This design comes from an exercise in tuning for small area, a short achievable clock period and few clock cycles on the open sky130 flow, not from production work. Function was checked by simulation only, so behaviour that the tests miss may differ from the original.

Design ladle_share, start of the top module:
module ladle_share (
    input  wire         clk,
    input  wire         rst,           
    input  wire         start,
    output wire         ready,
    output reg          done,
    input  wire [14:0]  bud_grid,      
    input  wire [14:0]  bud_site,
    input  wire [14:0]  bud_curt,
    input  wire [14:0]  bud_t1,
    input  wire [14:0]  bud_t2,
    input  wire [7:0]   aux,           
    input  wire [9:0]   eff,           
    input  wire [7:0]   up_step,       
    input  wire [7:0]   act,           
    input  wire [7:0]   rsv,           
    input  wire [127:0] dem,           
    input  wire [15:0]  prio,          
    input  wire [87:0]  volt,          
    output reg          limited,
    output reg  [127:0] alloc,         
    output reg  [151:0] tgt            
);
For scale: roughly 16000 cells after synthesis, roughly 1000 flip-flops, roughly 640 I/O pins.
Settings: LEC_CHECK=0, ABC_AREA=1, CAP_MARGIN=20, CORE_MARGIN=2, CORE_UTILIZATION=45, CTS_CLUSTER_DIAMETER=100, CTS_CLUSTER_SIZE=20, SLEW_MARGIN=20; clock period 20.0 ns.
standard.sh (not shown) runs the stock make flow with config.mk's settings and CLKGATE_MAP_FILE= SYNTH_SCRIPT=/design/flow/synth_recipe.tcl, a recipe that flattens the netlist after the stock synthesis.
==> flow/flow/run.sh <==
#!/bin/bash
# Layout flow: the standard flow (standard.sh), with repair_timing aiming
# for extra setup slack beyond the design's clock period, and the port
# buffers (every input and output still gets one) taken as buf_1, which
# repair may resize. The constraints (constraint.sdc, the design's clock
# period) are not changed.
set -euo pipefail
MARGIN=$(cat flow/margin.txt)
export BUFFER_PORTS_ARGS="-buffer_cell sky130_fd_sc_hd__buf_1"
bash standard.sh SETUP_SLACK_MARGIN="$MARGIN" finish > standard_flow.log 2>&1
==> flow/flow/margin.txt <==
14.4
Testbench counts at the start, summed over its fixed seeds: cycles 22,857.
Rerun with:
--- a/flow/design.v
+++ b/flow/design.v
@@ -259,14 +259,14 @@
         .dm(dmul), .rem_i(wrem), .sh_i(wsh), .rem_o(wrem_n), .sh_o(wsh_n), .dg(wdg_n)
     );
     wire [3:0] q3d;
     wire [1:0] m3n;
     ladle_div3 u_div3 (.m_i(wm3), .dg(wdg), .q(q3d), .m_o(m3n));
     wire        wovf = wchk && (xr[26:16] >= {1'b0, dmul[9:0]});
+    wire [26:0] xnext = xr - {s_r, 8'd0} - {s_r, 5'd0} - {s_r, 3'd0} - {s_r, 2'd0};
     wire [28:0] lchk  = {2'b00, xr} - {s_r, 8'd0} - {s_r, 5'd0} - {s_r, 3'd0} - {s_r, 2'd0};
-    wire [26:0] xnext = lchk[26:0];                
     wire        wpart = s_wdiv;
     wire [19:0] q3  = wpart ? {wq3[7:0], q3d, (m3n == 2'd1) ? 8'h55 : (m3n == 2'd2) ? 8'hAA : 8'h00}
                             : {wq3, q3d};     
     wire [19:0] lq  = wpart ? {wsh[11:0], 8'h00} : wsh;
     wire [19:0] a1  = xz ? 20'd0 : {2'd0, q3[19:2]};       
     wire [19:0] a2  = xz ? 20'd0 : {1'd0, q3[19:1]};       
Result: The new run completed with no timing, DRC or antenna violations; clock-buffer cell count decreases by 3; cell area grows by 1.3%; flip-flop and latch count does not change; final cell count increases by 0.39%; hold slack improves by 0.0040 ns; via count climbs by 0.74%; sequential share of layout area went down by 0.25 points.
Testbench counts after the change, summed over its fixed seeds: cycles 22,857.

========
the previous run:
ladle_share with an RTL version that a note above also has.
Size: roughly 16,000 cells after synthesis, ~1,000 flip-flops, about 640 I/O pins, ~0.12 mm² of cells after synthesis.
Settings: LEC_CHECK=0, ABC_AREA=1, CAP_MARGIN=20, CORE_MARGIN=2, CORE_UTILIZATION=45, CTS_CLUSTER_DIAMETER=100, CTS_CLUSTER_SIZE=30, SLEW_MARGIN=20; clock period 20.0 ns.
==> flow/flow/run.sh <==
#!/bin/bash
# Layout flow: the standard flow (standard.sh), with repair_timing aiming
# for extra setup slack beyond the design's clock period. The constraints
# (constraint.sdc, the design's clock period) are not changed.
set -euo pipefail
MARGIN=$(cat flow/margin.txt)
bash standard.sh SETUP_SLACK_MARGIN="$MARGIN" finish > standard_flow.log 2>&1
Scripts as last shown in full above: flow/flow/margin.txt
Testbench counts of the previous run, summed over its fixed seeds: cycles 22,857.
Here is what was changed in the inputs of the current run compared with the previous run.
--- a/flow/design.v
+++ b/flow/design.v
@@ -1,27 +1,29 @@
 module ladle_tdiv_step #(
     parameter QB = 20
 ) (
     input  wire [10:0]   vc,
     input  wire [11:0]   rem_i,
     input  wire [QB-1:0] sh_i,
     output wire [11:0]   rem_o,
-    output wire [QB-1:0] sh_o
+    output wire [QB-1:0] sh_o,
+    output wire          z2        
 );
     wire [12:0] t1 = {rem_i, sh_i[QB-1]};
     wire [12:0] o1 = {2'b00, vc} ^ {13{~rem_i[11]}};
     wire [12:0] r1 = t1 + o1 + {12'd0, ~rem_i[11]};
     wire [12:0] t2 = {r1[11:0], sh_i[QB-2]};
     wire [12:0] o2 = {2'b00, vc} ^ {13{~r1[12]}};
     wire [12:0] r2 = t2 + o2 + {12'd0, ~r1[12]};
     assign rem_o = r2[11:0];
     assign sh_o  = {sh_i[QB-3:0], ~r1[12], ~r2[12]};
+    assign z2 = !rem_i[11] && (rem_i[10:7] == 4'd0) && ({rem_i[6:0], sh_i[QB-1:QB-4]} < vc);
 endmodule
 module ladle_wdiv_step (
     input  wire [111:0] dm,
     input  wire [9:0]   rem_i,
     input  wire [19:0]  sh_i,
     output reg  [9:0]   rem_o,
     output wire [19:0]  sh_o,
     output reg  [3:0]   dg
 );
     wire [13:0] t = {rem_i, sh_i[19:16]};
@@ -286,38 +288,36 @@
         end
     end
     wire [7:0] newsat = open_n & fit;
     reg  [7:0]  tmask;
     wire        tload  = s_bud | s_wupd;
     wire        tfin;
     reg  [11:0] trem [0:7];
     reg  [QB-1:0] tsh [0:7];
     wire [11:0] trem_n [0:7];
     wire [QB-1:0] tsh_n [0:7];
+    wire [7:0]  tz2;
+    wire        tff = (&tz2) && (tcnt <= TIT[3:0] - 4'd2);
     reg         tchk;
-    reg  [7:0]  tbig, tbig14;
-    always @* for (i = 0; i < 8; i = i + 1) begin
-        tbig[i]   = trem[i][11:2] >= v_r[i];           
-        tbig14[i] = trem[i] >= {1'b0, v_r[i]};         
-    end
-    wire        tovf   = tchk && (tbig != 8'd0);
-    wire        tovf14 = tchk && (tbig14 != 8'd0);
-    assign      tfin = tbusy && (tcnt == TIT[3:0] - 4'd1);
+    reg  [7:0]  tbig;
+    always @* for (i = 0; i < 8; i = i + 1) tbig[i] = trem[i] >= {1'b0, v_r[i]};
+    wire        tovf = tchk && (tbig != 8'd0);
+    assign      tfin = tbusy && (tcnt == TIT[3:0] - 4'd1 || (tcnt == TIT[3:0] - 4'd2 && tff));
     wire [15:0] tsrc [0:7];       
     wire [25:0] tnum [0:7];
     generate
         for (g = 0; g < 8; g = g + 1) begin : g_t
             assign tsrc[g] = s_bud ? tsh[g][15:0] : open_n[g] ? aw[g][15:0] : alloc[g*16 +: 16];
             assign tnum[g] = {tsrc[g], 10'd0} - {tsrc[g], 4'd0} - {tsrc[g], 3'd0};
             ladle_tdiv_step #(.QB(QB)) u_tdiv (
                 .vc(v_r[g]), .rem_i(trem[g]), .sh_i(tsh[g]),
-                .rem_o(trem_n[g]), .sh_o(tsh_n[g])
+                .rem_o(trem_n[g]), .sh_o(tsh_n[g]), .z2(tz2[g])
             );
         end
     endgenerate
     reg [19:0] pu;
     reg [18:0] tq;
     reg        thi_lt, thi_eq, tlt;
     reg [18:0] prev;
     always @(posedge clk) begin
         if (rst) begin
             s_idle <= 1'b1;
@@ -392,46 +392,47 @@
             for (i = 0; i < 8; i = i + 1) begin
                 p_r[i] <= prio[i*2 +: 2];
                 v_r[i] <= volt[i*11 +: 11];
             end
         end
         for (i = 0; i < 8; i = i + 1) begin
             if (!s_run) begin
                 trem[i] <= 12'd0;
                 tsh[i]  <= {4'd0, act[i] ? dem[i*16 +: 16] : 16'd0};
             end else if (tload) begin
-                trem[i] <= tnum[i][25:14];
-                tsh[i]  <= {tnum[i][13:0], 6'd0};
+                trem[i] <= {2'd0, tnum[i][25:16]};
+                tsh[i]  <= {tnum[i][15:0], 4'd0};
             end else if (tovf) begin
-                trem[i] <= {6'd0, trem[i][11:6]};
-                tsh[i]  <= {trem[i][5:0], tsh[i][QB-1:6]};
-            end else if (tovf14) begin
-                trem[i] <= {2'd0, trem[i][11:2]};
-                tsh[i]  <= {trem[i][1:0], tsh[i][QB-1:6], 4'd0};
+                trem[i] <= {6'd0, trem[i][9:4]};
+                tsh[i]  <= {trem[i][3:0], tsh[i][QB-1:4]};
+            end else if (tff) begin
+                trem[i] <= {1'b0, trem[i][6:0], tsh[i][QB-1:QB-4]};
+                tsh[i]  <= {tsh[i][QB-5:0], 4'd0};
             end else begin
                 trem[i] <= trem_n[i];
                 tsh[i]  <= tsh_n[i];
             end
         end
         tchk <= tload;
         if (tload) begin
-            tcnt  <= 4'd3;
+            tcnt  <= 4'd2;
             tmask <= act_r;
         end else begin
-            tcnt  <= tovf ? 4'd0 : tovf14 ? 4'd2 : tcnt + 4'd1;
+            tcnt  <= tovf ? 4'd0 : tcnt + (tff ? 4'd2 : 4'd1);
         end
         if (tfin)
             for (i = 0; i < 8; i = i + 1) begin
-                tq = tsh_n[i][18:0];
+                tq = tff ? {tsh[i][14:0], 4'd0} : tsh_n[i][18:0];
                 thi_lt = tsh[i][16:0] < tgt[i*19+2 +: 17];
                 thi_eq = tsh[i][16:0] == tgt[i*19+2 +: 17];
-                tlt = thi_lt || (thi_eq && tq[1:0] < tgt[i*19 +: 2]);
+                if (tff) tlt = tq < tgt[i*19 +: 19];
+                else     tlt = thi_lt || (thi_eq && tq[1:0] < tgt[i*19 +: 2]);
                 if (tmask[i] && tlt)
                     tgt[i*19 +: 19] <= tq;
             end
         if (s_mul | s_wld) begin
             wrem <= s_mul ? x0[25:16] : xnext[25:16];
             wsh  <= {(s_mul ? x0[15:0] : xnext[15:0]), 4'd0};
             wm3  <= 2'd0;
             wcnt <= 3'd1;
             wdg  <= 4'd0;
             wdv  <= 1'b1;
Results
NOTE: met1 demand-to-capacity share in global routing in the current run exceeds that of the previous run
On post-detailed-routing wire length: between the previous run and the current run, it ends up higher for the current run.
The current run reports a higher HPWL reported at the end of detailed placement than the previous run does.
The total buffers and inverters traversed by the critical path of the current run falls short of that of the previous run by 3.
Taking the previous run as the reference, in the current run effective utilization at floorplan neither gained nor lost much, design area went up, number of buffer cells added on primary ports now sits at about the same level, wire length per cell after detailed routing has increased.
Looking at the previous run and the current run, the count of unique library cells instantiated by Yosys is a wash.
Testbench counts of the current run, summed over its fixed seeds: cycles 23,443.

==> port drivers added, routing unchanged <==
The results above use ideal ports. As a check the final layouts listed here were re-extracted and re-timed, cells and wires unchanged.
Step 1 (the two cells are an assumption about what drives the block):
set clk [get_ports {clk}]
set_driving_cell -lib_cell sky130_fd_sc_hd__clkbuf_16 $clk
set_driving_cell -lib_cell sky130_fd_sc_hd__buf_2 [delete_from_list [all_inputs] $clk]
Step 2 also shifts input and output timing later by t, the mid clock arrival at the registers, as if the neighbouring blocks saw the same clock.
a / b / c = ideal / step 1 / step 2; a / b = the first two.
| run | t (ns) | setup slack, ns | cell pins on the clock port's net |
|---|---|---|---|
| the first run of note 1 | 0.874 | 14.337 / 14.268 / 13.699 | 1 |
| the second run of note 1 | 0.879 | 14.380 / 14.280 / 13.732 | 1 |
| the previous run | 0.906 | 14.342 / 14.261 / 13.625 | 1 |
| the current run | 0.908 | 14.374 / 14.260 / 13.679 | 1 |
After both steps setup and hold are still met in every run listed. For the previous run, which loses most, drivers alone change the setup slack by -0.081 ns; drivers and shift together by -0.717 ns.
